Background: an optimization exercise with open tools, aiming at small area, a short achievable clock period and few clock cycles per item. Do not read the settings as production practice.
Function was checked by simulation only, so behaviour that the tests miss may differ from the original.
No activity file was given, so power comes from the tool's default toggle rates.

==> flow/design.v <==
module cvu_contexts (
    input  wire        clk,
    input  wire        rst,
    input  wire        req_valid,
    output wire        req_ready,
    input  wire        req_write,
    input  wire [7:0]  req_waddr,
    input  wire [31:0] req_wdata,
    input  wire [3:0]  req_be,
    output wire        rsp_valid,
    output wire [31:0] rsp_rdata
);
    localparam [2:0] R_CFG    = 3'd0;
    localparam [2:0] R_CMD    = 3'd1;
    localparam [2:0] R_FEED   = 3'd2;
    localparam [2:0] R_STATE  = 3'd3;
    localparam [2:0] R_RESULT = 3'd4;
    localparam [2:0] R_COUNT  = 3'd5;
    localparam [1:0] ALG_CRC32  = 2'd1;
    localparam [1:0] ALG_CRC16  = 2'd2;
    function [31:0] f_c32c_1;
        input [31:0] s;
        input [7:0] b;
        input [7:0] c;
        begin
            f_c32c_1[0] = b[0] ^ b[1] ^ b[2] ^ b[3] ^ b[4] ^ s[0] ^ s[1] ^ s[2] ^ s[3] ^ s[4] ^ s[8];
            f_c32c_1[1] = b[0] ^ b[1] ^ b[2] ^ b[3] ^ b[4] ^ b[5] ^ s[0] ^ s[1] ^ s[2] ^ s[3] ^ s[4] ^ s[5] ^ s[9];
            f_c32c_1[2] = b[1] ^ b[2] ^ b[3] ^ b[4] ^ b[5] ^ b[6] ^ s[1] ^ s[2] ^ s[3] ^ s[4] ^ s[5] ^ s[6] ^ s[10];
            f_c32c_1[3] = b[2] ^ b[3] ^ b[4] ^ b[5] ^ b[6] ^ b[7] ^ s[2] ^ s[3] ^ s[4] ^ s[5] ^ s[6] ^ s[7] ^ s[11];
            f_c32c_1[4] = b[1] ^ b[2] ^ b[5] ^ b[6] ^ b[7] ^ s[1] ^ s[2] ^ s[5] ^ s[6] ^ s[7] ^ s[12];
            f_c32c_1[5] = b[1] ^ b[4] ^ b[6] ^ b[7] ^ s[1] ^ s[4] ^ s[6] ^ s[7] ^ s[13];
            f_c32c_1[6] = b[1] ^ b[3] ^ b[4] ^ b[5] ^ b[7] ^ s[1] ^ s[3] ^ s[4] ^ s[5] ^ s[7] ^ s[14];
            f_c32c_1[7] = b[1] ^ b[3] ^ b[5] ^ b[6] ^ s[1] ^ s[3] ^ s[5] ^ s[6] ^ s[15];
            f_c32c_1[8] = b[0] ^ b[2] ^ b[4] ^ b[6] ^ b[7] ^ s[0] ^ s[2] ^ s[4] ^ s[6] ^ s[7] ^ s[16];
            f_c32c_1[9] = b[0] ^ b[2] ^ b[4] ^ b[5] ^ b[7] ^ s[0] ^ s[2] ^ s[4] ^ s[5] ^ s[7] ^ s[17];
            f_c32c_1[10] = b[2] ^ b[4] ^ b[5] ^ b[6] ^ s[2] ^ s[4] ^ s[5] ^ s[6] ^ s[18];
            f_c32c_1[11] = b[3] ^ b[5] ^ b[6] ^ b[7] ^ s[3] ^ s[5] ^ s[6] ^ s[7] ^ s[19];
            f_c32c_1[12] = b[1] ^ b[2] ^ b[3] ^ b[6] ^ b[7] ^ s[1] ^ s[2] ^ s[3] ^ s[6] ^ s[7] ^ s[20];
            f_c32c_1[13] = b[1] ^ b[7] ^ s[1] ^ s[7] ^ s[21];
            f_c32c_1[14] = b[1] ^ b[3] ^ b[4] ^ s[1] ^ s[3] ^ s[4] ^ s[22];
            f_c32c_1[15] = b[0] ^ b[2] ^ b[4] ^ b[5] ^ s[0] ^ s[2] ^ s[4] ^ s[5] ^ s[23];
            f_c32c_1[16] = b[0] ^ b[1] ^ b[3] ^ b[5] ^ b[6] ^ s[0] ^ s[1] ^ s[3] ^ s[5] ^ s[6] ^ s[24];
            f_c32c_1[17] = b[0] ^ b[1] ^ b[2] ^ b[4] ^ b[6] ^ b[7] ^ s[0] ^ s[1] ^ s[2] ^ s[4] ^ s[6] ^ s[7] ^ s[25];
            f_c32c_1[18] = b[4] ^ b[5] ^ b[7] ^ s[4] ^ s[5] ^ s[7] ^ s[26];
            f_c32c_1[19] = b[0] ^ b[1] ^ b[2] ^ b[3] ^ b[4] ^ b[5] ^ b[6] ^ s[0] ^ s[1] ^ s[2] ^ s[3] ^ s[4] ^ s[5] ^ s[6] ^ s[27];
            f_c32c_1[20] = b[1] ^ b[2] ^ b[3] ^ b[4] ^ b[5] ^ b[6] ^ b[7] ^ s[1] ^ s[2] ^ s[3] ^ s[4] ^ s[5] ^ s[6] ^ s[7] ^ s[28];
            f_c32c_1[21] = b[0] ^ b[1] ^ b[5] ^ b[6] ^ b[7] ^ s[0] ^ s[1] ^ s[5] ^ s[6] ^ s[7] ^ s[29];
            f_c32c_1[22] = b[0] ^ b[3] ^ b[4] ^ b[6] ^ b[7] ^ s[0] ^ s[3] ^ s[4] ^ s[6] ^ s[7] ^ s[30];
            f_c32c_1[23] = b[2] ^ b[3] ^ b[5] ^ b[7] ^ s[2] ^ s[3] ^ s[5] ^ s[7] ^ s[31];
            f_c32c_1[24] = b[1] ^ b[2] ^ b[6] ^ s[1] ^ s[2] ^ s[6];
            f_c32c_1[25] = b[0] ^ b[2] ^ b[3] ^ b[7] ^ s[0] ^ s[2] ^ s[3] ^ s[7];
            f_c32c_1[26] = b[2] ^ s[2];
            f_c32c_1[27] = b[3] ^ s[3];
            f_c32c_1[28] = b[0] ^ b[4] ^ s[0] ^ s[4];
            f_c32c_1[29] = b[0] ^ b[1] ^ b[5] ^ s[0] ^ s[1] ^ s[5];
            f_c32c_1[30] = b[0] ^ b[1] ^ b[2] ^ b[6] ^ s[0] ^ s[1] ^ s[2] ^ s[6];
            f_c32c_1[31] = b[0] ^ b[1] ^ b[2] ^ b[3] ^ b[7] ^ s[0] ^ s[1] ^ s[2] ^ s[3] ^ s[7];
        end
    endfunction
    function [31:0] f_c32c_2;
        input [31:0] s;
        input [7:0] b;
        input [7:0] c;
        begin
            f_c32c_2[0] = b[0] ^ b[4] ^ b[7] ^ c[0] ^ c[1] ^ c[2] ^ c[3] ^ c[4] ^ s[0] ^ s[4] ^ s[7] ^ s[8] ^ s[9] ^ s[10] ^ s[11] ^ s[12] ^ s[16];
            f_c32c_2[1] = b[0] ^ b[1] ^ b[5] ^ c[0] ^ c[1] ^ c[2] ^ c[3] ^ c[4] ^ c[5] ^ s[0] ^ s[1] ^ s[5] ^ s[8] ^ s[9] ^ s[10] ^ s[11] ^ s[12] ^ s[13] ^ s[17];
            f_c32c_2[2] = b[0] ^ b[1] ^ b[2] ^ b[6] ^ c[1] ^ c[2] ^ c[3] ^ c[4] ^ c[5] ^ c[6] ^ s[0] ^ s[1] ^ s[2] ^ s[6] ^ s[9] ^ s[10] ^ s[11] ^ s[12] ^ s[13] ^ s[14] ^ s[18];
            f_c32c_2[3] = b[1] ^ b[2] ^ b[3] ^ b[7] ^ c[2] ^ c[3] ^ c[4] ^ c[5] ^ c[6] ^ c[7] ^ s[1] ^ s[2] ^ s[3] ^ s[7] ^ s[10] ^ s[11] ^ s[12] ^ s[13] ^ s[14] ^ s[15] ^ s[19];
            f_c32c_2[4] = b[0] ^ b[2] ^ b[3] ^ b[7] ^ c[1] ^ c[2] ^ c[5] ^ c[6] ^ c[7] ^ s[0] ^ s[2] ^ s[3] ^ s[7] ^ s[9] ^ s[10] ^ s[13] ^ s[14] ^ s[15] ^ s[20];
            f_c32c_2[5] = b[0] ^ b[1] ^ b[3] ^ b[7] ^ c[1] ^ c[4] ^ c[6] ^ c[7] ^ s[0] ^ s[1] ^ s[3] ^ s[7] ^ s[9] ^ s[12] ^ s[14] ^ s[15] ^ s[21];
            f_c32c_2[6] = b[0] ^ b[1] ^ b[2] ^ b[7] ^ c[1] ^ c[3] ^ c[4] ^ c[5] ^ c[7] ^ s[0] ^ s[1] ^ s[2] ^ s[7] ^ s[9] ^ s[11] ^ s[12] ^ s[13] ^ s[15] ^ s[22];
            f_c32c_2[7] = b[1] ^ b[2] ^ b[3] ^ b[4] ^ b[7] ^ c[1] ^ c[3] ^ c[5] ^ c[6] ^ s[1] ^ s[2] ^ s[3] ^ s[4] ^ s[7] ^ s[9] ^ s[11] ^ s[13] ^ s[14] ^ s[23];
            f_c32c_2[8] = b[2] ^ b[3] ^ b[4] ^ b[5] ^ c[0] ^ c[2] ^ c[4] ^ c[6] ^ c[7] ^ s[2] ^ s[3] ^ s[4] ^ s[5] ^ s[8] ^ s[10] ^ s[12] ^ s[14] ^ s[15] ^ s[24];
            f_c32c_2[9] = b[3] ^ b[5] ^ b[6] ^ b[7] ^ c[0] ^ c[2] ^ c[4] ^ c[5] ^ c[7] ^ s[3] ^ s[5] ^ s[6] ^ s[7] ^ s[8] ^ s[10] ^ s[12] ^ s[13] ^ s[15] ^ s[25];
            f_c32c_2[10] = b[6] ^ c[2] ^ c[4] ^ c[5] ^ c[6] ^ s[6] ^ s[10] ^ s[12] ^ s[13] ^ s[14] ^ s[26];
            f_c32c_2[11] = b[0] ^ b[7] ^ c[3] ^ c[5] ^ c[6] ^ c[7] ^ s[0] ^ s[7] ^ s[11] ^ s[13] ^ s[14] ^ s[15] ^ s[27];
            f_c32c_2[12] = b[0] ^ b[1] ^ b[4] ^ b[7] ^ c[1] ^ c[2] ^ c[3] ^ c[6] ^ c[7] ^ s[0] ^ s[1] ^ s[4] ^ s[7] ^ s[9] ^ s[10] ^ s[11] ^ s[14] ^ s[15] ^ s[28];
            f_c32c_2[13] = b[1] ^ b[2] ^ b[4] ^ b[5] ^ b[7] ^ c[1] ^ c[7] ^ s[1] ^ s[2] ^ s[4] ^ s[5] ^ s[7] ^ s[9] ^ s[15] ^ s[29];
            f_c32c_2[14] = b[2] ^ b[3] ^ b[4] ^ b[5] ^ b[6] ^ b[7] ^ c[1] ^ c[3] ^ c[4] ^ s[2] ^ s[3] ^ s[4] ^ s[5] ^ s[6] ^ s[7] ^ s[9] ^ s[11] ^ s[12] ^ s[30];
            f_c32c_2[15] = b[0] ^ b[3] ^ b[4] ^ b[5] ^ b[6] ^ b[7] ^ c[0] ^ c[2] ^ c[4] ^ c[5] ^ s[0] ^ s[3] ^ s[4] ^ s[5] ^ s[6] ^ s[7] ^ s[8] ^ s[10] ^ s[12] ^ s[13] ^ s[31];
            f_c32c_2[16] = b[1] ^ b[4] ^ b[5] ^ b[6] ^ b[7] ^ c[0] ^ c[1] ^ c[3] ^ c[5] ^ c[6] ^ s[1] ^ s[4] ^ s[5] ^ s[6] ^ s[7] ^ s[8] ^ s[9] ^ s[11] ^ s[13] ^ s[14];
            f_c32c_2[17] = b[0] ^ b[2] ^ b[5] ^ b[6] ^ b[7] ^ c[0] ^ c[1] ^ c[2] ^ c[4] ^ c[6] ^ c[7] ^ s[0] ^ s[2] ^ s[5] ^ s[6] ^ s[7] ^ s[8] ^ s[9] ^ s[10] ^ s[12] ^ s[14] ^ s[15];
            f_c32c_2[18] = b[1] ^ b[3] ^ b[4] ^ b[6] ^ c[4] ^ c[5] ^ c[7] ^ s[1] ^ s[3] ^ s[4] ^ s[6] ^ s[12] ^ s[13] ^ s[15];
            f_c32c_2[19] = b[2] ^ b[5] ^ c[0] ^ c[1] ^ c[2] ^ c[3] ^ c[4] ^ c[5] ^ c[6] ^ s[2] ^ s[5] ^ s[8] ^ s[9] ^ s[10] ^ s[11] ^ s[12] ^ s[13] ^ s[14];
            f_c32c_2[20] = b[3] ^ b[6] ^ c[1] ^ c[2] ^ c[3] ^ c[4] ^ c[5] ^ c[6] ^ c[7] ^ s[3] ^ s[6] ^ s[9] ^ s[10] ^ s[11] ^ s[12] ^ s[13] ^ s[14] ^ s[15];
            f_c32c_2[21] = b[0] ^ c[0] ^ c[1] ^ c[5] ^ c[6] ^ c[7] ^ s[0] ^ s[8] ^ s[9] ^ s[13] ^ s[14] ^ s[15];
            f_c32c_2[22] = b[1] ^ b[4] ^ b[7] ^ c[0] ^ c[3] ^ c[4] ^ c[6] ^ c[7] ^ s[1] ^ s[4] ^ s[7] ^ s[8] ^ s[11] ^ s[12] ^ s[14] ^ s[15];
            f_c32c_2[23] = b[0] ^ b[2] ^ b[4] ^ b[5] ^ b[7] ^ c[2] ^ c[3] ^ c[5] ^ c[7] ^ s[0] ^ s[2] ^ s[4] ^ s[5] ^ s[7] ^ s[10] ^ s[11] ^ s[13] ^ s[15];
            f_c32c_2[24] = b[0] ^ b[1] ^ b[3] ^ b[4] ^ b[5] ^ b[6] ^ b[7] ^ c[1] ^ c[2] ^ c[6] ^ s[0] ^ s[1] ^ s[3] ^ s[4] ^ s[5] ^ s[6] ^ s[7] ^ s[9] ^ s[10] ^ s[14];
            f_c32c_2[25] = b[0] ^ b[1] ^ b[2] ^ b[4] ^ b[5] ^ b[6] ^ b[7] ^ c[0] ^ c[2] ^ c[3] ^ c[7] ^ s[0] ^ s[1] ^ s[2] ^ s[4] ^ s[5] ^ s[6] ^ s[7] ^ s[8] ^ s[10] ^ s[11] ^ s[15];
            f_c32c_2[26] = b[1] ^ b[2] ^ b[3] ^ b[4] ^ b[5] ^ b[6] ^ c[2] ^ s[1] ^ s[2] ^ s[3] ^ s[4] ^ s[5] ^ s[6] ^ s[10];
            f_c32c_2[27] = b[2] ^ b[3] ^ b[4] ^ b[5] ^ b[6] ^ b[7] ^ c[3] ^ s[2] ^ s[3] ^ s[4] ^ s[5] ^ s[6] ^ s[7] ^ s[11];
            f_c32c_2[28] = b[0] ^ b[3] ^ b[4] ^ b[5] ^ b[6] ^ b[7] ^ c[0] ^ c[4] ^ s[0] ^ s[3] ^ s[4] ^ s[5] ^ s[6] ^ s[7] ^ s[8] ^ s[12];
            f_c32c_2[29] = b[1] ^ b[4] ^ b[5] ^ b[6] ^ b[7] ^ c[0] ^ c[1] ^ c[5] ^ s[1] ^ s[4] ^ s[5] ^ s[6] ^ s[7] ^ s[8] ^ s[9] ^ s[13];
            f_c32c_2[30] = b[2] ^ b[5] ^ b[6] ^ b[7] ^ c[0] ^ c[1] ^ c[2] ^ c[6] ^ s[2] ^ s[5] ^ s[6] ^ s[7] ^ s[8] ^ s[9] ^ s[10] ^ s[14];
            f_c32c_2[31] = b[3] ^ b[6] ^ b[7] ^ c[0] ^ c[1] ^ c[2] ^ c[3] ^ c[7] ^ s[3] ^ s[6] ^ s[7] ^ s[8] ^ s[9] ^ s[10] ^ s[11] ^ s[15];
        end
    endfunction
    function [31:0] f_c32_1;
        input [31:0] s;
        input [7:0] b;
        input [7:0] c;
        begin
            f_c32_1[0] = b[2] ^ s[2] ^ s[8];
            f_c32_1[1] = b[0] ^ b[3] ^ s[0] ^ s[3] ^ s[9];
            f_c32_1[2] = b[0] ^ b[1] ^ b[4] ^ s[0] ^ s[1] ^ s[4] ^ s[10];
            f_c32_1[3] = b[1] ^ b[2] ^ b[5] ^ s[1] ^ s[2] ^ s[5] ^ s[11];
            f_c32_1[4] = b[0] ^ b[2] ^ b[3] ^ b[6] ^ s[0] ^ s[2] ^ s[3] ^ s[6] ^ s[12];
            f_c32_1[5] = b[1] ^ b[3] ^ b[4] ^ b[7] ^ s[1] ^ s[3] ^ s[4] ^ s[7] ^ s[13];
            f_c32_1[6] = b[4] ^ b[5] ^ s[4] ^ s[5] ^ s[14];
            f_c32_1[7] = b[0] ^ b[5] ^ b[6] ^ s[0] ^ s[5] ^ s[6] ^ s[15];
            f_c32_1[8] = b[1] ^ b[6] ^ b[7] ^ s[1] ^ s[6] ^ s[7] ^ s[16];
            f_c32_1[9] = b[7] ^ s[7] ^ s[17];
            f_c32_1[10] = b[2] ^ s[2] ^ s[18];
            f_c32_1[11] = b[3] ^ s[3] ^ s[19];
            f_c32_1[12] = b[0] ^ b[4] ^ s[0] ^ s[4] ^ s[20];
            f_c32_1[13] = b[0] ^ b[1] ^ b[5] ^ s[0] ^ s[1] ^ s[5] ^ s[21];
            f_c32_1[14] = b[1] ^ b[2] ^ b[6] ^ s[1] ^ s[2] ^ s[6] ^ s[22];
            f_c32_1[15] = b[2] ^ b[3] ^ b[7] ^ s[2] ^ s[3] ^ s[7] ^ s[23];
            f_c32_1[16] = b[0] ^ b[2] ^ b[3] ^ b[4] ^ s[0] ^ s[2] ^ s[3] ^ s[4] ^ s[24];
            f_c32_1[17] = b[0] ^ b[1] ^ b[3] ^ b[4] ^ b[5] ^ s[0] ^ s[1] ^ s[3] ^ s[4] ^ s[5] ^ s[25];
            f_c32_1[18] = b[0] ^ b[1] ^ b[2] ^ b[4] ^ b[5] ^ b[6] ^ s[0] ^ s[1] ^ s[2] ^ s[4] ^ s[5] ^ s[6] ^ s[26];
            f_c32_1[19] = b[1] ^ b[2] ^ b[3] ^ b[5] ^ b[6] ^ b[7] ^ s[1] ^ s[2] ^ s[3] ^ s[5] ^ s[6] ^ s[7] ^ s[27];
            f_c32_1[20] = b[3] ^ b[4] ^ b[6] ^ b[7] ^ s[3] ^ s[4] ^ s[6] ^ s[7] ^ s[28];
            f_c32_1[21] = b[2] ^ b[4] ^ b[5] ^ b[7] ^ s[2] ^ s[4] ^ s[5] ^ s[7] ^ s[29];
            f_c32_1[22] = b[2] ^ b[3] ^ b[5] ^ b[6] ^ s[2] ^ s[3] ^ s[5] ^ s[6] ^ s[30];
            f_c32_1[23] = b[3] ^ b[4] ^ b[6] ^ b[7] ^ s[3] ^ s[4] ^ s[6] ^ s[7] ^ s[31];
            f_c32_1[24] = b[0] ^ b[2] ^ b[4] ^ b[5] ^ b[7] ^ s[0] ^ s[2] ^ s[4] ^ s[5] ^ s[7];
            f_c32_1[25] = b[0] ^ b[1] ^ b[2] ^ b[3] ^ b[5] ^ b[6] ^ s[0] ^ s[1] ^ s[2] ^ s[3] ^ s[5] ^ s[6];
            f_c32_1[26] = b[0] ^ b[1] ^ b[2] ^ b[3] ^ b[4] ^ b[6] ^ b[7] ^ s[0] ^ s[1] ^ s[2] ^ s[3] ^ s[4] ^ s[6] ^ s[7];
            f_c32_1[27] = b[1] ^ b[3] ^ b[4] ^ b[5] ^ b[7] ^ s[1] ^ s[3] ^ s[4] ^ s[5] ^ s[7];
            f_c32_1[28] = b[0] ^ b[4] ^ b[5] ^ b[6] ^ s[0] ^ s[4] ^ s[5] ^ s[6];
            f_c32_1[29] = b[0] ^ b[1] ^ b[5] ^ b[6] ^ b[7] ^ s[0] ^ s[1] ^ s[5] ^ s[6] ^ s[7];
            f_c32_1[30] = b[0] ^ b[1] ^ b[6] ^ b[7] ^ s[0] ^ s[1] ^ s[6] ^ s[7];
            f_c32_1[31] = b[1] ^ b[7] ^ s[1] ^ s[7];
        end
    endfunction
    function [31:0] f_c32_2;
        input [31:0] s;
        input [7:0] b;
        input [7:0] c;
        begin
            f_c32_2[0] = b[0] ^ b[4] ^ b[6] ^ b[7] ^ c[2] ^ s[0] ^ s[4] ^ s[6] ^ s[7] ^ s[10] ^ s[16];
            f_c32_2[1] = b[1] ^ b[5] ^ b[7] ^ c[0] ^ c[3] ^ s[1] ^ s[5] ^ s[7] ^ s[8] ^ s[11] ^ s[17];
            f_c32_2[2] = b[2] ^ b[6] ^ c[0] ^ c[1] ^ c[4] ^ s[2] ^ s[6] ^ s[8] ^ s[9] ^ s[12] ^ s[18];
            f_c32_2[3] = b[3] ^ b[7] ^ c[1] ^ c[2] ^ c[5] ^ s[3] ^ s[7] ^ s[9] ^ s[10] ^ s[13] ^ s[19];
            f_c32_2[4] = b[4] ^ c[0] ^ c[2] ^ c[3] ^ c[6] ^ s[4] ^ s[8] ^ s[10] ^ s[11] ^ s[14] ^ s[20];
            f_c32_2[5] = b[5] ^ c[1] ^ c[3] ^ c[4] ^ c[7] ^ s[5] ^ s[9] ^ s[11] ^ s[12] ^ s[15] ^ s[21];
            f_c32_2[6] = b[0] ^ b[4] ^ b[7] ^ c[4] ^ c[5] ^ s[0] ^ s[4] ^ s[7] ^ s[12] ^ s[13] ^ s[22];
            f_c32_2[7] = b[1] ^ b[5] ^ c[0] ^ c[5] ^ c[6] ^ s[1] ^ s[5] ^ s[8] ^ s[13] ^ s[14] ^ s[23];
            f_c32_2[8] = b[0] ^ b[2] ^ b[6] ^ c[1] ^ c[6] ^ c[7] ^ s[0] ^ s[2] ^ s[6] ^ s[9] ^ s[14] ^ s[15] ^ s[24];
            f_c32_2[9] = b[1] ^ b[3] ^ b[4] ^ b[6] ^ c[7] ^ s[1] ^ s[3] ^ s[4] ^ s[6] ^ s[15] ^ s[25];
            f_c32_2[10] = b[2] ^ b[5] ^ b[6] ^ c[2] ^ s[2] ^ s[5] ^ s[6] ^ s[10] ^ s[26];
            f_c32_2[11] = b[3] ^ b[6] ^ b[7] ^ c[3] ^ s[3] ^ s[6] ^ s[7] ^ s[11] ^ s[27];
            f_c32_2[12] = b[0] ^ b[4] ^ b[7] ^ c[0] ^ c[4] ^ s[0] ^ s[4] ^ s[7] ^ s[8] ^ s[12] ^ s[28];
            f_c32_2[13] = b[0] ^ b[1] ^ b[5] ^ c[0] ^ c[1] ^ c[5] ^ s[0] ^ s[1] ^ s[5] ^ s[8] ^ s[9] ^ s[13] ^ s[29];
            f_c32_2[14] = b[1] ^ b[2] ^ b[6] ^ c[1] ^ c[2] ^ c[6] ^ s[1] ^ s[2] ^ s[6] ^ s[9] ^ s[10] ^ s[14] ^ s[30];
            f_c32_2[15] = b[2] ^ b[3] ^ b[7] ^ c[2] ^ c[3] ^ c[7] ^ s[2] ^ s[3] ^ s[7] ^ s[10] ^ s[11] ^ s[15] ^ s[31];
            f_c32_2[16] = b[0] ^ b[3] ^ b[6] ^ b[7] ^ c[0] ^ c[2] ^ c[3] ^ c[4] ^ s[0] ^ s[3] ^ s[6] ^ s[7] ^ s[8] ^ s[10] ^ s[11] ^ s[12];
            f_c32_2[17] = b[0] ^ b[1] ^ b[4] ^ b[7] ^ c[0] ^ c[1] ^ c[3] ^ c[4] ^ c[5] ^ s[0] ^ s[1] ^ s[4] ^ s[7] ^ s[8] ^ s[9] ^ s[11] ^ s[12] ^ s[13];
            f_c32_2[18] = b[1] ^ b[2] ^ b[5] ^ c[0] ^ c[1] ^ c[2] ^ c[4] ^ c[5] ^ c[6] ^ s[1] ^ s[2] ^ s[5] ^ s[8] ^ s[9] ^ s[10] ^ s[12] ^ s[13] ^ s[14];
            f_c32_2[19] = b[0] ^ b[2] ^ b[3] ^ b[6] ^ c[1] ^ c[2] ^ c[3] ^ c[5] ^ c[6] ^ c[7] ^ s[0] ^ s[2] ^ s[3] ^ s[6] ^ s[9] ^ s[10] ^ s[11] ^ s[13] ^ s[14] ^ s[15];
            f_c32_2[20] = b[0] ^ b[1] ^ b[3] ^ b[6] ^ c[3] ^ c[4] ^ c[6] ^ c[7] ^ s[0] ^ s[1] ^ s[3] ^ s[6] ^ s[11] ^ s[12] ^ s[14] ^ s[15];
            f_c32_2[21] = b[1] ^ b[2] ^ b[6] ^ c[2] ^ c[4] ^ c[5] ^ c[7] ^ s[1] ^ s[2] ^ s[6] ^ s[10] ^ s[12] ^ s[13] ^ s[15];
            f_c32_2[22] = b[2] ^ b[3] ^ b[4] ^ b[6] ^ c[2] ^ c[3] ^ c[5] ^ c[6] ^ s[2] ^ s[3] ^ s[4] ^ s[6] ^ s[10] ^ s[11] ^ s[13] ^ s[14];
            f_c32_2[23] = b[3] ^ b[4] ^ b[5] ^ b[7] ^ c[3] ^ c[4] ^ c[6] ^ c[7] ^ s[3] ^ s[4] ^ s[5] ^ s[7] ^ s[11] ^ s[12] ^ s[14] ^ s[15];
            f_c32_2[24] = b[0] ^ b[5] ^ b[7] ^ c[0] ^ c[2] ^ c[4] ^ c[5] ^ c[7] ^ s[0] ^ s[5] ^ s[7] ^ s[8] ^ s[10] ^ s[12] ^ s[13] ^ s[15];
            f_c32_2[25] = b[1] ^ b[4] ^ b[7] ^ c[0] ^ c[1] ^ c[2] ^ c[3] ^ c[5] ^ c[6] ^ s[1] ^ s[4] ^ s[7] ^ s[8] ^ s[9] ^ s[10] ^ s[11] ^ s[13] ^ s[14];
            f_c32_2[26] = b[2] ^ b[5] ^ c[0] ^ c[1] ^ c[2] ^ c[3] ^ c[4] ^ c[6] ^ c[7] ^ s[2] ^ s[5] ^ s[8] ^ s[9] ^ s[10] ^ s[11] ^ s[12] ^ s[14] ^ s[15];
            f_c32_2[27] = b[0] ^ b[3] ^ b[4] ^ b[7] ^ c[1] ^ c[3] ^ c[4] ^ c[5] ^ c[7] ^ s[0] ^ s[3] ^ s[4] ^ s[7] ^ s[9] ^ s[11] ^ s[12] ^ s[13] ^ s[15];
            f_c32_2[28] = b[0] ^ b[1] ^ b[5] ^ b[6] ^ b[7] ^ c[0] ^ c[4] ^ c[5] ^ c[6] ^ s[0] ^ s[1] ^ s[5] ^ s[6] ^ s[7] ^ s[8] ^ s[12] ^ s[13] ^ s[14];
            f_c32_2[29] = b[1] ^ b[2] ^ b[6] ^ b[7] ^ c[0] ^ c[1] ^ c[5] ^ c[6] ^ c[7] ^ s[1] ^ s[2] ^ s[6] ^ s[7] ^ s[8] ^ s[9] ^ s[13] ^ s[14] ^ s[15];
            f_c32_2[30] = b[2] ^ b[3] ^ b[4] ^ b[6] ^ c[0] ^ c[1] ^ c[6] ^ c[7] ^ s[2] ^ s[3] ^ s[4] ^ s[6] ^ s[8] ^ s[9] ^ s[14] ^ s[15];
            f_c32_2[31] = b[3] ^ b[5] ^ b[6] ^ c[1] ^ c[7] ^ s[3] ^ s[5] ^ s[6] ^ s[9] ^ s[15];
        end
    endfunction
    function [31:0] f_c16_1;
        input [31:0] s;
        input [7:0] b;
        input [7:0] c;
        begin
            f_c16_1[0] = b[0] ^ b[4] ^ s[8] ^ s[12];
            f_c16_1[1] = b[1] ^ b[5] ^ s[9] ^ s[13];
            f_c16_1[2] = b[2] ^ b[6] ^ s[10] ^ s[14];
            f_c16_1[3] = b[3] ^ b[7] ^ s[11] ^ s[15];
            f_c16_1[4] = b[4] ^ s[12];
            f_c16_1[5] = b[0] ^ b[4] ^ b[5] ^ s[8] ^ s[12] ^ s[13];
            f_c16_1[6] = b[1] ^ b[5] ^ b[6] ^ s[9] ^ s[13] ^ s[14];
            f_c16_1[7] = b[2] ^ b[6] ^ b[7] ^ s[10] ^ s[14] ^ s[15];
            f_c16_1[8] = b[3] ^ b[7] ^ s[0] ^ s[11] ^ s[15];
            f_c16_1[9] = b[4] ^ s[1] ^ s[12];
            f_c16_1[10] = b[5] ^ s[2] ^ s[13];
            f_c16_1[11] = b[6] ^ s[3] ^ s[14];
            f_c16_1[12] = b[0] ^ b[4] ^ b[7] ^ s[4] ^ s[8] ^ s[12] ^ s[15];
            f_c16_1[13] = b[1] ^ b[5] ^ s[5] ^ s[9] ^ s[13];
            f_c16_1[14] = b[2] ^ b[6] ^ s[6] ^ s[10] ^ s[14];
            f_c16_1[15] = b[3] ^ b[7] ^ s[7] ^ s[11] ^ s[15];
            f_c16_1[16] = 1'b0;
            f_c16_1[17] = 1'b0;
            f_c16_1[18] = 1'b0;
            f_c16_1[19] = 1'b0;
            f_c16_1[20] = 1'b0;
            f_c16_1[21] = 1'b0;
            f_c16_1[22] = 1'b0;
            f_c16_1[23] = 1'b0;
            f_c16_1[24] = 1'b0;
            f_c16_1[25] = 1'b0;
            f_c16_1[26] = 1'b0;
            f_c16_1[27] = 1'b0;
            f_c16_1[28] = 1'b0;
            f_c16_1[29] = 1'b0;
            f_c16_1[30] = 1'b0;
            f_c16_1[31] = 1'b0;
        end
    endfunction
    function [31:0] f_c16_2;
        input [31:0] s;
        input [7:0] b;
        input [7:0] c;
        begin
            f_c16_2[0] = b[0] ^ b[3] ^ b[4] ^ c[0] ^ c[4] ^ s[0] ^ s[4] ^ s[8] ^ s[11] ^ s[12];
            f_c16_2[1] = b[1] ^ b[4] ^ b[5] ^ c[1] ^ c[5] ^ s[1] ^ s[5] ^ s[9] ^ s[12] ^ s[13];
            f_c16_2[2] = b[2] ^ b[5] ^ b[6] ^ c[2] ^ c[6] ^ s[2] ^ s[6] ^ s[10] ^ s[13] ^ s[14];
            f_c16_2[3] = b[3] ^ b[6] ^ b[7] ^ c[3] ^ c[7] ^ s[3] ^ s[7] ^ s[11] ^ s[14] ^ s[15];
            f_c16_2[4] = b[0] ^ b[4] ^ b[7] ^ c[4] ^ s[4] ^ s[8] ^ s[12] ^ s[15];
            f_c16_2[5] = b[0] ^ b[1] ^ b[3] ^ b[4] ^ b[5] ^ c[0] ^ c[4] ^ c[5] ^ s[0] ^ s[4] ^ s[5] ^ s[8] ^ s[9] ^ s[11] ^ s[12] ^ s[13];
            f_c16_2[6] = b[1] ^ b[2] ^ b[4] ^ b[5] ^ b[6] ^ c[1] ^ c[5] ^ c[6] ^ s[1] ^ s[5] ^ s[6] ^ s[9] ^ s[10] ^ s[12] ^ s[13] ^ s[14];
            f_c16_2[7] = b[2] ^ b[3] ^ b[5] ^ b[6] ^ b[7] ^ c[2] ^ c[6] ^ c[7] ^ s[2] ^ s[6] ^ s[7] ^ s[10] ^ s[11] ^ s[13] ^ s[14] ^ s[15];
            f_c16_2[8] = b[0] ^ b[3] ^ b[4] ^ b[6] ^ b[7] ^ c[3] ^ c[7] ^ s[3] ^ s[7] ^ s[8] ^ s[11] ^ s[12] ^ s[14] ^ s[15];
            f_c16_2[9] = b[0] ^ b[1] ^ b[4] ^ b[5] ^ b[7] ^ c[4] ^ s[4] ^ s[8] ^ s[9] ^ s[12] ^ s[13] ^ s[15];
            f_c16_2[10] = b[1] ^ b[2] ^ b[5] ^ b[6] ^ c[5] ^ s[5] ^ s[9] ^ s[10] ^ s[13] ^ s[14];
            f_c16_2[11] = b[2] ^ b[3] ^ b[6] ^ b[7] ^ c[6] ^ s[6] ^ s[10] ^ s[11] ^ s[14] ^ s[15];
            f_c16_2[12] = b[0] ^ b[7] ^ c[0] ^ c[4] ^ c[7] ^ s[0] ^ s[4] ^ s[7] ^ s[8] ^ s[15];
            f_c16_2[13] = b[0] ^ b[1] ^ c[1] ^ c[5] ^ s[1] ^ s[5] ^ s[8] ^ s[9];
            f_c16_2[14] = b[1] ^ b[2] ^ c[2] ^ c[6] ^ s[2] ^ s[6] ^ s[9] ^ s[10];
            f_c16_2[15] = b[2] ^ b[3] ^ c[3] ^ c[7] ^ s[3] ^ s[7] ^ s[10] ^ s[11];
            f_c16_2[16] = 1'b0;
            f_c16_2[17] = 1'b0;
            f_c16_2[18] = 1'b0;
            f_c16_2[19] = 1'b0;
            f_c16_2[20] = 1'b0;
            f_c16_2[21] = 1'b0;
            f_c16_2[22] = 1'b0;
            f_c16_2[23] = 1'b0;
            f_c16_2[24] = 1'b0;
            f_c16_2[25] = 1'b0;
            f_c16_2[26] = 1'b0;
            f_c16_2[27] = 1'b0;
            f_c16_2[28] = 1'b0;
            f_c16_2[29] = 1'b0;
            f_c16_2[30] = 1'b0;
            f_c16_2[31] = 1'b0;
        end
    endfunction
    function [31:0] crc_two;
        input [31:0] s;
        input [7:0]  b0;
        input        e0;
        input [7:0]  b1;
        input        e1;
        input [1:0]  alg;
        reg   [7:0]  bb;
        reg   [31:0] t1, t2;
        begin
            bb = e0 ? b0 : b1;
            case (alg)
                ALG_CRC32: begin t1 = f_c32_1(s, bb, 8'h0);  t2 = f_c32_2(s, b0, b1);  end
                ALG_CRC16: begin t1 = f_c16_1(s, bb, 8'h0);  t2 = f_c16_2(s, b0, b1);  end
                default:   begin t1 = f_c32c_1(s, bb, 8'h0); t2 = f_c32c_2(s, b0, b1); end
            endcase
            crc_two = (e0 & e1) ? t2 : (e0 | e1) ? t1 : s;
        end
    endfunction
    reg        stall_q;
    reg        a_v;
    reg        a_wr;
    reg        a_ctxacc;
    reg        a_dg;
    reg [3:0]  a_ctx;
    reg [15:0] a_oh;             
    reg [2:0]  a_reg;
    reg [31:0] a_wd;
    reg [3:0]  a_be;
    reg [5:0]  dg_q;
    wire acc = req_valid & ~stall_q;
    wire       in_ctxacc = req_waddr[7] ^ req_waddr[6];
    wire [3:0] in_ctx    = {req_waddr[7], req_waddr[5:3]};
    wire [2:0] in_reg    = req_waddr[2:0];
    wire in_needsc = in_ctxacc &&
                     (req_write ? (in_reg == R_FEED)
                                : (in_reg == R_STATE || in_reg == R_RESULT || in_reg == R_COUNT));
    wire a_feed = a_v && a_wr && a_ctxacc && (a_reg == R_FEED);
    always @(posedge clk) begin
        if (rst) begin
            stall_q <= 1'b0;
            a_v     <= 1'b0;
        end else begin
            stall_q <= acc && a_feed && in_needsc && (in_ctx == a_ctx);
            if (!stall_q)
                a_v <= req_valid;
        end
        if (acc) begin
            a_wr     <= req_write;
            a_ctxacc <= in_ctxacc;
            a_dg     <= (req_waddr == 8'h01);
            a_ctx    <= in_ctx;
            a_oh     <= 16'h0001 << in_ctx;
            a_reg    <= in_reg;
            a_wd     <= req_wdata;
            a_be     <= req_be;
        end
    end
    always @(posedge clk) begin
        if (rst)
            dg_q <= 6'h0;
        else if (a_v && !stall_q && a_wr && a_dg)
            dg_q <= a_wd[5:0];
    end
    wire [16*32-1:0] s_all;
    wire [16*32-1:0] cnt_all;
    wire [16*2-1:0]  alg_all;
    wire [15:0]      swap_all;
    reg        r_v;
    reg [3:0]  r_ctx;
    reg        r_feed, r_cfgw, r_init, r_stw, r_cntw, r_rd;
    reg [2:0]  r_rsel;           
    reg [31:0] r_wd;             
    reg [3:0]  r_be;
    reg [31:0] r_s;
    reg [31:0] r_cnt;
    reg [1:0]  r_alg;
    reg        r_swap;
    reg        x_v;
    reg [3:0]  x_ctx;
    reg        x_feed, x_ws, x_wc, x_wcfg;
    reg [31:0] x_data;           
    reg [31:0] x_cnt;
    reg [1:0]  x_alg;
    reg        x_swap;
    reg [7:0]  x_b2, x_b3;
    reg        x_e2, x_e3;
    reg        w_v;
    reg [3:0]  w_ctx;
    reg [15:0] w_oh;             
    reg        w_ws, w_wc, w_wcfg;
    reg [31:0] w_s;
    reg [31:0] w_cnt;
    reg [1:0]  w_alg;
    reg        w_swap;
    reg        r_usew;           
    wire [31:0] x_s_fin = x_feed ? crc_two(x_data, x_b2, x_e2, x_b3, x_e3, x_alg) : x_data;
    wire        r_16 = (r_alg == ALG_CRC16);
    wire [7:0]  ob0 = r_wd[7:0];
    wire [7:0]  ob1 = r_wd[15:8];
    wire [7:0]  ob2 = r_wd[23:16];
    wire [7:0]  ob3 = r_wd[31:24];
    wire        oe0 = r_be[0];
    wire        oe1 = r_be[1];
    wire        oe2 = r_be[2];
    wire        oe3 = r_be[3];
    wire [2:0]  r_nb = {2'b00, r_be[0]} + {2'b00, r_be[1]} + {2'b00, r_be[2]} + {2'b00, r_be[3]};
    wire [31:0] r_sv    = r_usew ? w_s : r_s;
    wire [31:0] r_s_two = crc_two(r_sv, ob0, oe0, ob1, oe1, r_alg);
    wire [31:0] r_s_simple = r_init ? (r_16 ? 32'h0000FFFF : 32'hFFFFFFFF)
                                    : (r_16 ? {16'h0, r_wd[15:0]} : r_wd);
    wire [31:0] r_cnt_simple = r_init ? 32'h0 : r_wd;
    reg [31:0] r_rdata;
    always @(*) begin
        case (r_rsel)
            R_CFG:    r_rdata = {27'h0, r_swap, 2'b00, r_alg};
            R_STATE:  r_rdata = r_16 ? {16'h0, r_sv[15:0]} : r_sv;
            R_RESULT: r_rdata = r_16 ? {16'h0, r_sv[15:0]} : ~r_sv;
            R_COUNT:  r_rdata = r_cnt;
            3'd6:     r_rdata = r_wd;
            default:  r_rdata = 32'h0;
        endcase
    end
    reg [31:0] rf_s, rf_cnt;
    reg [1:0]  rf_alg;
    reg        rf_swap;
    integer k;
    always @(*) begin
        rf_s = 32'h0; rf_cnt = 32'h0; rf_alg = 2'h0; rf_swap = 1'b0;
        for (k = 0; k < 16; k = k + 1) begin
            rf_s    = rf_s    | (s_all[32*k +: 32]   & {32{a_oh[k]}});
            rf_cnt  = rf_cnt  | (cnt_all[32*k +: 32] & {32{a_oh[k]}});
            rf_alg  = rf_alg  | (alg_all[2*k +: 2]   & {2{a_oh[k]}});
            rf_swap = rf_swap | (swap_all[k] & a_oh[k]);
        end
    end
    wire hit_r = r_v && (r_ctx == a_ctx);
    wire hit_x = x_v && (x_ctx == a_ctx);
    wire hit_w = w_v && (w_ctx == a_ctx);
    wire hit_rs = hit_r && (r_init || r_stw);
    wire a_usew = !hit_rs && hit_x && x_ws && x_feed;
    wire [31:0] a_s = hit_rs           ? r_s_simple :
                      (hit_x && x_ws)  ? x_data     :
                      (hit_w && w_ws)  ? w_s        : rf_s;
    wire [31:0] a_cnt = (hit_r && (r_init || r_cntw)) ? r_cnt_simple :
                        (hit_x && x_wc)               ? x_cnt        :
                        (hit_w && w_wc)               ? w_cnt        : rf_cnt;
    wire [1:0]  a_alg = (hit_r && r_cfgw) ? r_wd[1:0] :
                        (hit_x && x_wcfg) ? x_alg     :
                        (hit_w && w_wcfg) ? w_alg     : rf_alg;
    wire        a_swap = (hit_r && r_cfgw) ? r_wd[4] :
                         (hit_x && x_wcfg) ? x_swap  :
                         (hit_w && w_wcfg) ? w_swap  : rf_swap;
    wire a_ok  = a_v && !stall_q;
    wire a_cw  = a_wr && a_ctxacc;
    always @(posedge clk) begin
        if (rst)
            r_v <= 1'b0;
        else
            r_v <= a_ok;
        r_ctx  <= a_ctx;
        r_feed <= a_cw && (a_reg == R_FEED);
        r_cfgw <= a_cw && (a_reg == R_CFG);
        r_init <= a_cw && (a_reg == R_CMD) && a_wd[0];
        r_stw  <= a_cw && (a_reg == R_STATE);
        r_cntw <= a_cw && (a_reg == R_COUNT);
        r_rd   <= !a_wr;
        r_rsel <= a_dg ? 3'd6 : a_ctxacc ? ((a_reg[2:1] == 2'b11) ? 3'd7 : a_reg) : 3'd7;
        r_wd   <= (a_dg && !a_wr)                      ? {26'h0, dg_q} :
                  (a_cw && (a_reg == R_FEED) && a_swap) ? {a_wd[7:0], a_wd[15:8], a_wd[23:16], a_wd[31:24]} :
                                                          a_wd;
        r_be   <= a_swap ? {a_be[0], a_be[1], a_be[2], a_be[3]} : a_be;
        r_s    <= a_s;
        r_cnt  <= a_cnt;
        r_alg  <= a_alg;
        r_swap <= a_swap;
        r_usew <= a_usew;
    end
    always @(posedge clk) begin
        if (rst)
            x_v <= 1'b0;
        else
            x_v <= r_v;
        x_ctx  <= r_ctx;
        x_feed <= r_feed;
        x_ws   <= r_v && (r_feed || r_init || r_stw);
        x_wc   <= r_v && (r_feed || r_init || r_cntw);
        x_wcfg <= r_v && r_cfgw;
        x_data <= r_feed ? r_s_two : r_rd ? r_rdata : r_s_simple;
        x_cnt  <= r_feed ? r_cnt + {29'h0, r_nb} : r_cnt_simple;
        x_alg  <= r_cfgw ? r_wd[1:0] : r_alg;
        x_swap <= r_wd[4];
        x_b2   <= ob2;
        x_b3   <= ob3;
        x_e2   <= oe2;
        x_e3   <= oe3;
    end
    always @(posedge clk) begin
        if (rst) begin
            w_v  <= 1'b0;
            w_oh <= 16'h0;
        end else begin
            w_v  <= x_v;
            w_oh <= x_v ? (16'h0001 << x_ctx) : 16'h0;
        end
        w_ctx  <= x_ctx;
        w_ws   <= x_ws;
        w_wc   <= x_wc;
        w_wcfg <= x_wcfg;
        w_s    <= x_s_fin;
        w_cnt  <= x_cnt;
        w_alg  <= x_alg;
        w_swap <= x_swap;
    end
    wire [31:0] wb_s    = rst ? 32'h0 : w_s;
    wire [31:0] wb_cnt  = rst ? 32'h0 : w_cnt;
    wire [1:0]  wb_alg  = rst ? 2'h0  : w_alg;
    wire        wb_swap = ~rst & w_swap;
    genvar c;
    generate
        for (c = 0; c < 16; c = c + 1) begin : g_ctx
            wire we_s  = rst | (w_oh[c] & w_ws);
            wire we_c  = rst | (w_oh[c] & w_wc);
            wire we_g  = rst | (w_oh[c] & w_wcfg);
            reg [31:0] s_q;
            reg [31:0] cnt_q;
            reg [1:0]  alg_q;
            reg        swap_q;
            assign s_all[32*c +: 32]   = s_q;
            assign cnt_all[32*c +: 32] = cnt_q;
            assign alg_all[2*c +: 2]   = alg_q;
            assign swap_all[c]         = swap_q;
            always @(posedge clk) begin
                s_q    <= (wb_s & {32{we_s}})    | (s_q & {32{~we_s}});
                cnt_q  <= (wb_cnt & {32{we_c}})  | (cnt_q & {32{~we_c}});
                alg_q  <= (wb_alg & {2{we_g}})   | (alg_q & {2{~we_g}});
                swap_q <= (wb_swap & we_g)       | (swap_q & ~we_g);
            end
        end
    endgenerate
    assign req_ready = ~stall_q;
    assign rsp_valid = x_v;
    assign rsp_rdata = x_data;
endmodule
==> flow/run.sh <==
#!/bin/bash
# synth_recipe.tcl (not shown) runs the flow's synth.tcl, then flattens the netlist and writes it again
# the make line also repeats each setting of config.mk as NAME=value (left out here)
make -C /OpenROAD-flow-scripts/flow DESIGN_CONFIG=/design/flow/config.mk WORK_HOME=/design/flow/orfs CLKGATE_MAP_FILE= SYNTH_SCRIPT=/design/flow/synth_recipe.tcl finish
==> flow/config.mk <==
export PLATFORM = sky130hd
export DESIGN_NAME = cvu_contexts
export DESIGN_NICKNAME = cvu_contexts
export VERILOG_FILES = /design/flow/design.v
export SDC_FILE = /design/flow/constraint.sdc
export NUM_CORES = 4
export LEC_CHECK = 0
export CAP_MARGIN = 20
export CORE_MARGIN = 2
export CORE_UTILIZATION = 45
export PLACE_DENSITY = 0.6
export SETUP_SLACK_MARGIN = 4.5
export SLEW_MARGIN = 20
==> flow/constraint.sdc <==
create_clock -name core_clock -period 8.0 [get_ports {clk}]
set_input_delay 1.6000 -clock core_clock [delete_from_list [all_inputs] [get_ports {clk}]]
set_output_delay 1.6000 -clock core_clock [all_outputs]
set_load 0.01 [all_outputs]
==> flow_metrics.py <==
metrics = {
    "setup_path": {
        "path_class": "reg2reg",
        "cp_common_cell": "xnor2_1",
        "critPathRequiredTime_ns": 8.63,
        "end_kind": "register",
        "start_kind": "register",
        "critPathMaxStageDelay_ns": 0.75,
        "arrival_ns": 4.28,
        "cp_max_fo": 11,
        "critPathSlowestCell": "mux2i_2",
        "path_cells": "mux2i_2 > xnor2_2 > xnor2_1 > xor2_1 > nand2_1 > o21ai_0 > xnor2_1 > a211oi_1 > a311oi_1",
    },
    "place": {
        "placed_area_um2": 72700,
        "io_buffers": 81,
        "place_congestion": 1.07,
        "pre_cts_slack_ns": 3.77,
        "dp_hpwl_mm": 160,
    },
    "grt": {
        "grt_pass1_vias": 46800,
        "grt_pass1_wl_mm": 360,
        "grt_overflow_total": 0,
        "antenna_found_initial": 17,
        "track_usage": 0.322,
        "grt_max_degree": 81,
    },
    "floorplan": {
        "die-area_um2": 157000,
        "placementRows": 144,
        "initial_utilization": 0.452,
        "core_um2": 154000,
        "io_pins": 82,
        "dieWidth_um": 397,
        "dieHeight_um": 397,
    },
    "clock_network": {
        "clk_pin_slew_ns": 0.07,
        "clk_latency_ns": 0.81,
        "clock_sinks": 1445,
        "cts_buffers": 149,
        "cts_tree": "built",
        "root_buffer": "clkbuf_16",
        "clk_path_buf_depth": 3,
        "hold_buffers": 0,
        "h-tree-depth": 4,
    },
    "yosys": {
        "synth_largest_area_cell": "edfxtp_1",
        "synth.cell_area_um2": 69400,
        "post_synth_num_cell_types": 79,
        "syn_avg_cell_area_um2": 12.5,
        "ys_top_cells_by_area": "edfxtp_1 (49%), xnor2_1 (12%), dfxtp_1 (9.0%)",
        "ys_seq_area_frac": 0.580,
        "yosysWarnings": 1,
        "ys_async_sr_fraction": 0,
        "synth_nets": 5599,
        "netlist_top_cells_count": "edfxtp_1 (1134), xnor2_1 (932), xor2_1 (337), dfxtp_1 (311), a22oi_1 (290)",
        "synthesis.instances": 5540,
        "netlist.area_leader.share": 0.491,
        "synth.most_common_cell": "edfxtp_1",
        "synth_edf_count": 1134,
        "synth_ff_type": "edfxtp_1",
        "synth-seq-cells": 1445,
    },
    "sta": {
        "rsz0062_at_grt": "yes",
        "max_slew_margin": 0.0987,
        "finalSetupTns_ns": 0,
        "layout_setup_ws_ns": 4.35,
        "fin_crit_sh": 0.457,
        "setup_viol": 0,
        "worst_pin_slew_ns": 1.35,
        "fmax_mhz": 274,
        "drv_slew": 0,
        "clock_skew_ns": 0.0501,
        "hold_viol_final": 0,
        "post-route-min-period_ns": 3.65,
    },
    "routing": {
        "drt_iter0_markers": 6874,
        "viasPerCell": 6.35,
        "wl_per_cell_um": 33.3,
        "drtPass1Iterations": 7,
        "vias": 49400,
        "drcViolationCount": 0,
        "wl_mm": 258,
        "drt.antenna.violating_nets": 0,
    },
    "finish": {
        "multi_input_area_um2": 27900,
        "nets": 5653,
        "fillers": 13300,
        "postLayoutCoreUtil": 0.511,
        "regArea_um2": 40400,
        "finalInstanceArea_um2": 78600,
        "drive_gt1_frac": 0.121,
        "syn_to_final_growth_pct": 13.2,
    },
    "power_and_ir_drop": {
        "power_leakage_nw": 27.5,
        "p_sw_mw": 9.10,
        "vdd_ir_drop_max_mv": 0.211,
        "p_clk_frac": 0.268,
        "p_int_mw": 16.5,
        "combPwrFrac": 0.364,
        "powerDensity_nw_per_um2": 325,
        "sw_frac_of_total": 0.356,
        "sequentialPowerShare": 0.368,
        "p_total_mw": 25.6,
    },
    "run_status": {
        "status": "complete, no violations",
    },
    "worst_hold_path": {
        "worstHoldPathType": "reg2reg",
    },
    "flow_run": {
        "cap_violations": 0,
    },
}
## power by group through the flow
| stage | combinational, mW | sequential, mW | clock [mW] |
|---|---|---|---|
| 2_1_floorplan | 6.43 | 9.25 | 0 |
| 3_3_place_gp | 8.87 | 9.51 | 0 |
| 3_5_place_dp | 8.82 | 9.53 | 0 |
| 4_1_cts | 8.99 | 9.38 | 6.91 |
| 5_1_grt | 9.70 | 9.44 | 7.21 |
| 6_report | 9.31 | 9.41 | 6.86 |
## cell usage in the layout, fill, tap and decap left out, types with 45 or more instances in the layout
cell type	netlist	routed
buf_4	13	172
nand2_1	241	237
nor2_1	278	276
a22o_1	145	145
xor2_1	337	334
o21ai_0	178	178
clkbuf_16	0	150
nand3_1	53	53
clkdlybuf4s50_1	0	72
a22oi_1	290	290
mux2i_1	72	59
nand4_1	78	78
edfxtp_1	1134	1134
dfxtp_1	311	276
xnor2_2	33	46
a221oi_1	186	183
a21oi_1	239	239
xnor2_1	932	915
and3_1	45	45
a211oi_1	104	103
## through the flow
| step | instances | hold slack, ns |
|---|---|---|
| after CTS | 7749 | 0.334 |
| after global placement | 7447 | 0.335 |
| after global routing | 7760 | 0.341 |
| after floorplan | 5540 | 0.323 |
| final | 7769 | 0.335 |
| after detailed placement | 7449 | 0.337 |
## worst max-delay path: cells and delay by family, from the launching register on
kind / cells / cell delay, ns
AND/OR/NAND/NOR: 1 / 0.09
AO/OA/AOI/OAI: 3 / 0.60
flip-flops: 1 / 0.63
multiplexers: 1 / 0.75
XOR/XNOR: 4 / 1.37
## what timing repair did
item,4_1_cts,5_1_grt
endpoints found under the setup margin,114,78
cloned,0,1
setup buffers,27,7
pin swaps,0,1
resized for setup,119,42
## per-layer routing
layer  wire length, um  up-vias  track usage
met5                57        -            0
li1                  -    20600            -
met3             29700      658       0.0913
met1            103000    25000        0.441
met4             12800       10        0.139
met2            113000     3119        0.476
## kinds of logic after synthesis
kind of cell,share of synthesized area
adders and majority gates,0.00231
muxes,0.0183
DFF,0.580
xor gates and xnor gates,0.177
AOI/OAI and AO/OA,0.137
and+or+nand+nor,0.0606
buffers and inverters,0.0246
## final timing paths
| path | slack [ns] | from | cells after the start | endpoint |
|---|---|---|---|---|
| worst max register to register | 4.35 | r_be[0] | 9 | x_data[15] |
| worst min-delay path | 0.34 | x_cnt[30] | 0 | w_cnt[30] |
| worst min register to register | 0.34 | x_cnt[30] | 0 | w_cnt[30] |
| worst max-delay path | 4.35 | r_be[0] | 9 | x_data[15] |
## area by class of cell
type / count / area share
clock buffers: 199 / 0.0509
flip-flops and latches: 1445 / 0.514
well taps: 2044 / 0.0325
multi-input cells: 3679 / 0.355
diodes: 9 / 0.000287
clock inverters: 74 / 0.0105
inverters: 30 / 0.00156
repair buffers: 289 / 0.0351
Testbench counts, summed over its fixed seeds: cycles 24,624, accesses 24,000.

## port drivers added, routing unchanged
How much do the figures lean on ideal ports? The routed layout below was timed once more, with nothing changed but the port constraints.
Step 1 assumes that a clkbuf_16 drives the clock port and a buf_2 every other input.
Step 2 also shifts input and output timing later by t, the mid clock arrival at the registers, as if the neighbouring blocks saw the same clock.
Slacks: ideal / step 1 / step 2; pairs: ideal / step 1.
t (ns): 0.870
setup WS [ns]: 4.347 / 4.347 / 3.778
worst setup path at the end: input to register
After both steps this run still meets setup and hold. For this run, drivers alone change the setup slack by 0.000 ns; drivers and shift together by -0.569 ns.
